From an optimization exercise on the open Yosys and OpenROAD flow, aimed at small area, a short achievable clock period and few clock cycles; shortcuts taken in it are not production practice.
Function was checked by simulation only, so behaviour that the tests miss may differ from the original.

// gcm_lane
module gcm_lane (
    input  wire         clk,
    input  wire         rst,
    input  wire         start_valid,
    output wire         start_ready,
    input  wire [127:0] start_key,
    input  wire [95:0]  start_iv,
    input  wire         start_decrypt,
    input  wire         in_valid,
    output wire         in_ready,
    input  wire [127:0] in_data,
    input  wire [4:0]   in_bytes,
    input  wire         in_aad,
    input  wire         in_last,
    output reg          out_valid,
    output reg  [127:0] out_data,
    output reg          tag_valid,
    output reg  [127:0] tag
);
export LEC_CHECK = 0
export CAP_MARGIN = 30
export CORE_MARGIN = 2
export CORE_UTILIZATION = 40
export SETUP_SLACK_MARGIN = 5
export SLEW_MARGIN = 30
export SYNTH_HIERARCHICAL = 1
create_clock -name core_clock -period 10.0 [get_ports {clk}]
standard.sh (not shown) runs the stock make flow with config.mk's settings and CLKGATE_MAP_FILE= SYNTH_SCRIPT=/design/flow/synth_recipe.tcl, a recipe that flattens the netlist after the stock synthesis.
==> flow/flow/run.sh <==
#!/bin/bash
set -euo pipefail
REPAIR_MARGIN=5.65
W=$PWD
rm -rf "$W/scripts_abc"
cp -r "$FLOW_HOME/scripts" "$W/scripts_abc"
cp "$W/flow/abc_speed.script" "$W/scripts_abc/abc_speed.script"
python3 - "$W/scripts_abc/synth.tcl" <<'PY'
import sys
p = sys.argv[1]
s = open(p).read()
old = "  log_cmd abc {*}$abc_args\n"
assert s.count(old) == 1, "synth.tcl: abc call not found"
s = s.replace(old, """  # the GHASH step keeps ORFS's own mapping; the rest gets the XOR-friendly one
  set abc_args_std [lreplace $abc_args 1 1 $::env(FLOW_HOME)/scripts/abc_speed.script]
  log_cmd abc {*}$abc_args_std gcm_ghash_step
  log_cmd abc {*}$abc_args gcm_lane gcm_sbox
""")
open(p, "w").write(s)
PY
bash "$W/standard.sh" SCRIPTS_DIR="$W/scripts_abc" synth > "$W/run_synth.log" 2>&1
if [[ -n "$REPAIR_MARGIN" ]]; then
  bash "$W/standard.sh" SETUP_SLACK_MARGIN="$REPAIR_MARGIN" > "$W/run_layout.log" 2>&1
else
  bash "$W/standard.sh" > "$W/run_layout.log" 2>&1
fi
==> flow/flow/abc_speed.script <==
strash
&get -n
&fraig -x
&put
scorr
dc2
strash
dch -f
&get -n
&nf -p
&put
Testbench counts at the start, summed over its fixed seeds: cycles 35,058.
Change:
--- a/flow/flow/run.sh
+++ b/flow/flow/run.sh
@@ -3 +3 @@
-REPAIR_MARGIN=5.65
+REPAIR_MARGIN=5.5
==> flow/flow/abc_speed.script (replaced) <==
strash
&get -n
&fraig -x
&put
scorr
dc2
strash
&get -n
&dch -f
&nf
&put
=> Clock skew rises by 0.034 ns. Setup slack degrades by 0.20 ns. Cell area came out lower by 0.84%. Maximum frequency decreases by 4.3%. Synthesized cell count grows by 2.2%. Count of clock-buffer cells in the layout grows by 11. Utilization rises by 0.32 points. Global-route usage rises by 0.64 points. Sequential share of layout area increases by 0.20 points. Hold slack degrades by 0.0060 ns.

* * *

gcm_lane, a different RTL version from the one above (not shown whole).
Size: ~21,000 cells after synthesis.
clock: 10.0 ns
lec_check: 0
cap_margin: 30
core_margin: 2
core_utilization: 35
setup_slack_margin: 5
slew_margin: 30
synth_hierarchical: 1
==> flow/flow/run.sh <==
#!/bin/bash
set -euo pipefail
REPAIR_MARGIN=5.65
W=$PWD
rm -rf "$W/scripts_abc"
cp -r "$FLOW_HOME/scripts" "$W/scripts_abc"
cp "$W/flow/abc_speed.script" "$W/scripts_abc/abc_speed.script"
python3 - "$W/scripts_abc/synth.tcl" <<'PY'
import sys
p = sys.argv[1]
s = open(p).read()
old = "  log_cmd abc {*}$abc_args\n"
assert s.count(old) == 1, "synth.tcl: abc call not found"
s = s.replace(old, """  # the GHASH step keeps ORFS's own mapping; the rest gets the XOR-friendly one
  set abc_args_std [lreplace $abc_args 1 1 $::env(FLOW_HOME)/scripts/abc_speed.script]
  log_cmd abc {*}$abc_args_std gcm_ghash_step
  log_cmd abc {*}$abc_args gcm_lane gcm_sbox
""")
open(p, "w").write(s)
PY
bash "$W/standard.sh" SCRIPTS_DIR="$W/scripts_abc" synth > "$W/run_synth.log" 2>&1
if [[ -n "$REPAIR_MARGIN" ]]; then
  bash "$W/standard.sh" SETUP_SLACK_MARGIN="$REPAIR_MARGIN" > "$W/run_layout.log" 2>&1
else
  bash "$W/standard.sh" > "$W/run_layout.log" 2>&1
fi
==> flow/flow/abc_speed.script <==
strash
&get -n
&fraig -x
&put
scorr
dc2
strash
dch -f
&get -n
&nf -p
&put
The starting point passed the timing, design-rule and antenna checks.
Testbench counts at the start, summed over its fixed seeds: cycles 35,118.
Edit:
--- a/flow/config.mk
+++ b/flow/config.mk
@@ -8,5 +8,5 @@
 export CAP_MARGIN = 30
 export CORE_MARGIN = 2
-export CORE_UTILIZATION = 35
+export CORE_UTILIZATION = 40
 export SETUP_SLACK_MARGIN = 5
 export SLEW_MARGIN = 30
=> Fmax went up by a few percent. Wire length went down by a few percent. Clock-buffer cell count went down by 24. Global-route usage went up by 3.8 points.

* * *

Setup of P:
gcm_lane, a different RTL version from the one above (not shown whole).
Size in the first run: ~22,000 cells after synthesis, roughly 2,200 flip-flops, ~620 I/O pins.
Settings: LEC_CHECK=0, CAP_MARGIN=30, CORE_MARGIN=2, CORE_UTILIZATION=25, SETUP_SLACK_MARGIN=5, SLEW_MARGIN=30, SYNTH_HIERARCHICAL=1; clock period 10.0 ns.
Scripts as last shown in full above: flow/flow/run.sh, flow/flow/abc_speed.script
P | status: complete | timing, DRC, antenna: pass
Testbench counts of P, summed over its fixed seeds: cycles 35,118.
Modified inputs, Q compared to P
Settings: swapping 25 for 40 in CORE_UTILIZATION.
Results
Number of buffers created by CTS was lower in the run labelled P. On wire length, Q does better than P. Of Q and P, P shows the higher floorplan die width, with Q below it. Relative to P, total number of cells along the worst setup path decreased by 2 in Q.

* * *

== build 50 ==
gcm_lane again, from the RTL that the note above started with.
// gcm_lane
module gcm_lane (
    input  wire         clk,
    input  wire         rst,
    input  wire         start_valid,
    output wire         start_ready,
    input  wire [127:0] start_key,
    input  wire [95:0]  start_iv,
    input  wire         start_decrypt,
    input  wire         in_valid,
    output wire         in_ready,
    input  wire [127:0] in_data,
    input  wire [4:0]   in_bytes,
    input  wire         in_aad,
    input  wire         in_last,
    output reg          out_valid,
    output reg  [127:0] out_data,
    output reg          tag_valid,
    output reg  [127:0] tag
);
export LEC_CHECK = 0
export CAP_MARGIN = 30
export CORE_MARGIN = 2
export CORE_UTILIZATION = 35
export SETUP_SLACK_MARGIN = 5
export SLEW_MARGIN = 30
export SYNTH_HIERARCHICAL = 1
create_clock -name core_clock -period 10.0 [get_ports {clk}]
==> flow/flow/run.sh <==
#!/bin/bash
set -euo pipefail
REPAIR_MARGIN=5.8
W=$PWD
rm -rf "$W/scripts_abc"
cp -r "$FLOW_HOME/scripts" "$W/scripts_abc"
cp "$W/flow/abc_speed.script" "$W/scripts_abc/abc_speed.script"
python3 - "$W/scripts_abc/synth.tcl" <<'PY'
import sys
p = sys.argv[1]
s = open(p).read()
old = "  log_cmd abc {*}$abc_args\n"
assert s.count(old) == 1, "synth.tcl: abc call not found"
s = s.replace(old, """  # the GHASH step keeps ORFS's own mapping; the rest gets the XOR-friendly one
  set abc_args_std [lreplace $abc_args 1 1 $::env(FLOW_HOME)/scripts/abc_speed.script]
  log_cmd abc {*}$abc_args_std gcm_ghash_step
  log_cmd abc {*}$abc_args gcm_lane gcm_sbox
""")
open(p, "w").write(s)
PY
bash "$W/standard.sh" SCRIPTS_DIR="$W/scripts_abc" synth > "$W/run_synth.log" 2>&1
if [[ -n "$REPAIR_MARGIN" ]]; then
  bash "$W/standard.sh" SETUP_SLACK_MARGIN="$REPAIR_MARGIN" > "$W/run_layout.log" 2>&1
else
  bash "$W/standard.sh" > "$W/run_layout.log" 2>&1
fi
Scripts as last shown in full above: flow/flow/abc_speed.script
Testbench counts of build 50, summed over its fixed seeds: cycles 35,118.
Modified inputs, build 13 compared to build 50
- CORE_UTILIZATION changed from 35 to 40
-- flow/flow/run.sh --
<<< build 50, line 1
#!/bin/bash
set -euo pipefail
REPAIR_MARGIN=5.8
W=$PWD
rm -rf "$W/scripts_abc"
>>> build 13, line 1
#!/bin/bash
set -euo pipefail
REPAIR_MARGIN=5.5
W=$PWD
rm -rf "$W/scripts_abc"
--- outcome ---
Every stage of the flow completed for build 13, and the final layout passed the timing, design-rule and antenna checks.
Compared with build 50, build 13 shows summed area of non-filler cells in the final layout lower by about 3.2%.
Routed wire length delta (build 13 − build 50): favourable
Of the two candidates, build 50 has the worse tightest slew margin relative to the limit and build 13 the better one.
For number of signal-net buffers in the layout, dividing the value from build 50 by the value from build 13 gives 1.2.
Edits applied to the flow inputs when going from build 13 to build 78:
- CORE_UTILIZATION now 45, was 40
-- flow/flow/run.sh --
<<< build 13, line 1
#!/bin/bash
set -euo pipefail
REPAIR_MARGIN=5.5
W=$PWD
rm -rf "$W/scripts_abc"
>>> build 78, line 1
#!/bin/bash
set -euo pipefail
REPAIR_MARGIN=5.65
W=$PWD
rm -rf "$W/scripts_abc"
==> comparison <==
Side by side, synthesis-to-layout area growth turned out higher in build 78 than in build 13. Delta(number of fill cells, build 78 - build 13) < 0.
Changes in build 6 relative to build 78:
- CORE_UTILIZATION now 40, was 45
==> flow/flow/abc_speed.script <==
strash
dc2
dch -f
&get -n
&nf -p
&put
==> results.txt <==
On flip-flop and latch area, build 6 and build 78 are neck and neck. Part of the cycle the worst path needs in build 6 vs build 78: down 2.9 points. Build 6 falls short of build 78 in aggregate routed wire length. Compared with build 78, in build 6 post-synthesis simple-gate area fraction now sits lower, count of port buffers added during placement now sits at about the same level.

==> afterwards: timing with drivers on the ports <==
The flow's constraints put no driver on any port. The routed layouts listed below were extracted and timed again, unchanged, in two steps.
Step 1 assumes that a clkbuf_16 drives the clock port and a buf_2 every other input.
Step 2 adds t to the input delays and takes it off the output delays; t is the mean of the earliest and latest rising clock arrival at the registers after step 1. Input paths then give back, and output paths get back, about the clock's delay inside the block.
a / b / c = no drivers / after step 1 / after step 2; a / b = the first two.
run	shift t [ns]	setup WS [ns]	hold WS [ns]	worst setup path after step 2	latest minus earliest clock arrival (ns)
the first run of note 1	1.099	5.548 / 5.491 / 4.657	0.470 / 0.470 / 0.470	input to register	0.075 / 0.075
the second run of note 1	1.062	5.347 / 5.347 / 4.517	0.464 / 0.464 / 0.464	input to register	0.104 / 0.105
the first run of note 2	1.087	5.184 / 5.052 / 4.595	0.478 / 0.478 / 0.478	input to register	0.087 / 0.087
the second run of note 2	1.091	5.351 / 5.229 / 4.475	0.477 / 0.477 / 0.477	input to register	0.102 / 0.103
P	1.102	5.355 / 5.288 / 4.374	0.478 / 0.478 / 0.478	input to register	0.099 / 0.098
Q	1.147	5.384 / 5.249 / 4.424	0.470 / 0.470 / 0.470	input to register	0.131 / 0.131
build 50	1.090	5.460 / 5.325 / 4.507	0.450 / 0.450 / 0.450	input to register	0.107 / 0.106
build 13	1.139	5.381 / 5.249 / 4.209	0.478 / 0.478 / 0.478	input to register	0.129 / 0.129
build 78	1.065	5.086 / 4.966 / 4.361	0.494 / 0.494 / 0.494	input to register	0.089 / 0.088
build 6	1.107	5.380 / 5.444 / 4.377	0.462 / 0.462 / 0.462	input to register	0.116 / 0.115
After both steps setup and hold are still met in every run listed. For build 13, which loses most, drivers alone change the setup slack by -0.132 ns; drivers and shift together by -1.172 ns.
